Source: an optimization exercise on an open RTL-to-GDS flow (aim: small area). Production flows keep margins and buffers that such runs may drop. In this exercise RTL edits were held to simulation tests only and were not proved equivalent to the original.

== xenon ==
==> flow/design.v (excerpt) <==
module hall_tracker (
    input  wire        clk,
    input  wire        rst,
    input  wire        hdir,
    input  wire [10:0] hofs,
    input  wire [8:0]  spdto,
    input  wire [6:0]  invmax,
    input  wire [15:0] cpmm,
    input  wire        cmd_valid,
    output wire        cmd_ready,
    input  wire [1:0]  cmd_op,
    input  wire [31:0] cmd_tgate,
    input  wire [2:0]  cmd_hst,
    input  wire        cmd_ovf,
    input  wire [1:0]  cmd_ne,
    input  wire [31:0] cmd_ts0,
    input  wire [2:0]  cmd_st0,
    input  wire [31:0] cmd_ts1,
    input  wire [2:0]  cmd_st1,
    input  wire [31:0] cmd_delta,
    output reg  [2:0]  hstate,
    output reg  [2:0]  sector,
    output reg         still,
    output reg         dir,
    output reg  [1:0]  posq,
    output reg         hinv,
    output reg         hflt,
    output reg         hskip,
    output reg         spdsat,
    output reg         edgeovr,
    output reg         nots,
    output reg  [15:0] raw,
    output reg  [31:0] track,
    output reg  [31:0] pos,
    output reg  [15:0] spd,
    output reg  [15:0] v4,
    output reg  [31:0] edget,
    output wire [31:0] edgei,
    output reg  [10:0] elpos,
    output reg  [7:0]  frac,
    output reg  [7:0]  invcnt,
    output reg  [7:0]  skipcnt,
    output reg  [7:0]  ovrcnt,
    output reg  [7:0]  misscnt
);
==> flow/config.mk <==
export PLATFORM = sky130hd
export DESIGN_NAME = hall_tracker
export DESIGN_NICKNAME = hall_tracker
export VERILOG_FILES = /design/flow/design.v
export SDC_FILE = /design/flow/constraint.sdc
export NUM_CORES = 4
export LEC_CHECK = 0
export ABC_AREA = 1
export CAP_MARGIN = 20
export CORE_MARGIN = 2
export CORE_UTILIZATION = 40
export CTS_BUF_LIST = sky130_fd_sc_hd__clkbuf_8
export CTS_CLUSTER_DIAMETER = 50
export CTS_CLUSTER_SIZE = 20
export SLEW_MARGIN = 20
==> flow/constraint.sdc <==
create_clock -name core_clock -period 20.0 [get_ports {clk}]
set_input_delay 4.0000 -clock core_clock [delete_from_list [all_inputs] [get_ports {clk}]]
set_output_delay 4.0000 -clock core_clock [all_outputs]
set_load 0.01 [all_outputs]
standard.sh (not shown) runs the stock make flow with config.mk's settings and CLKGATE_MAP_FILE= SYNTH_SCRIPT=/design/flow/synth_recipe.tcl, a recipe that flattens the netlist after the stock synthesis.
==> flow/flow/run.sh <==
#!/bin/bash
# Standard layout, with plain buf_1 cells as the port buffers.
set -euo pipefail
export BUFFER_PORTS_ARGS="-buffer_cell sky130_fd_sc_hd__buf_1"
bash standard.sh > standard.log 2>&1
xenon completed every stage of the flow, and the final layout passed the timing, design-rule and antenna checks.
#### Input delta (onyx over xenon)
Settings: CORE_UTILIZATION changed from 40 to 60.
## What came out
- onyx vs. xenon: final cell count -332; wire length shrank by 7.6 mm.
Relative to onyx, the following input files were edited for maple:
Settings: swapping 50 for 40 in CTS_CLUSTER_DIAMETER; swapping 20 for 16 in CTS_CLUSTER_SIZE.
[summary]
Each of the runs, namely maple and onyx, reached the end of the flow and came out clean. In maple, total length of routed wires is higher than in onyx. Going from onyx to maple, the worst hold slack after final layout was found to have gone down by 0.020 ns. Against onyx, maple comes in 1 lower on count of TritonRoute iterations in the first routing pass. maple vs. onyx: design area increased by 430 um2 relative to the old numbers, cell count increased by 29 relative to the old numbers, clock insertion delay at the later pin of the skew report saw little to no change. Sort maple and onyx by global routing usage on met3, ascending, and onyx comes first. For first-pass GRT wire length, maple and onyx come out practically identical.
The inputs of yarrow differ from those of maple as listed below.
Settings: CORE_UTILIZATION now 40, was 60; ABC_AREA now 0, was 1; CTS_CLUSTER_DIAMETER now 50, was 40; CTS_CLUSTER_SIZE now 20, was 16.
Findings:
Comparing maple and yarrow, initial antenna violation count is higher on maple. In yarrow, the synthesized cell count came out about 18% below the value in maple. Per the comparison of yarrow with maple, core utilization fell by 23 points, number of ordinary inverters in the final layout fell by 233, netlist area before placement saw a decrease.

[port drivers added, routing unchanged]
The flow's constraints put no driver on any port. The routed layouts listed below were extracted and timed again, unchanged, in two steps. Step 1, drivers: a clkbuf_16 drives clk and a buf_2 each remaining input, both assumed. Step 2 also shifts input and output timing later by t, the mid clock arrival at the registers, as if the neighbouring blocks saw the same clock. Three values: no drivers, after step 1, after step 2; two values: the first two.
run	shift t [ns]	slack for setup (ns)	hold slack, ns	worst register clock-pin slew, ns
xenon	0.790	0.491 / 0.532 / -0.259	0.411 / 0.411 / 0.411	0.10 / 0.10
onyx	0.750	0.500 / 0.493 / -0.258	0.428 / 0.428 / 0.428	0.12 / 0.12
maple	0.760	0.501 / 0.497 / -0.263	0.408 / 0.408 / 0.408	0.10 / 0.10
yarrow	0.756	0.472 / 0.505 / -0.251	0.414 / 0.414 / 0.414	0.12 / 0.12
With both steps, setup timing fails in every run listed, where it was met with ideal ports. The setup slack of maple, which loses most, moves by -0.004 ns with the drivers and by -0.764 ns with both steps.
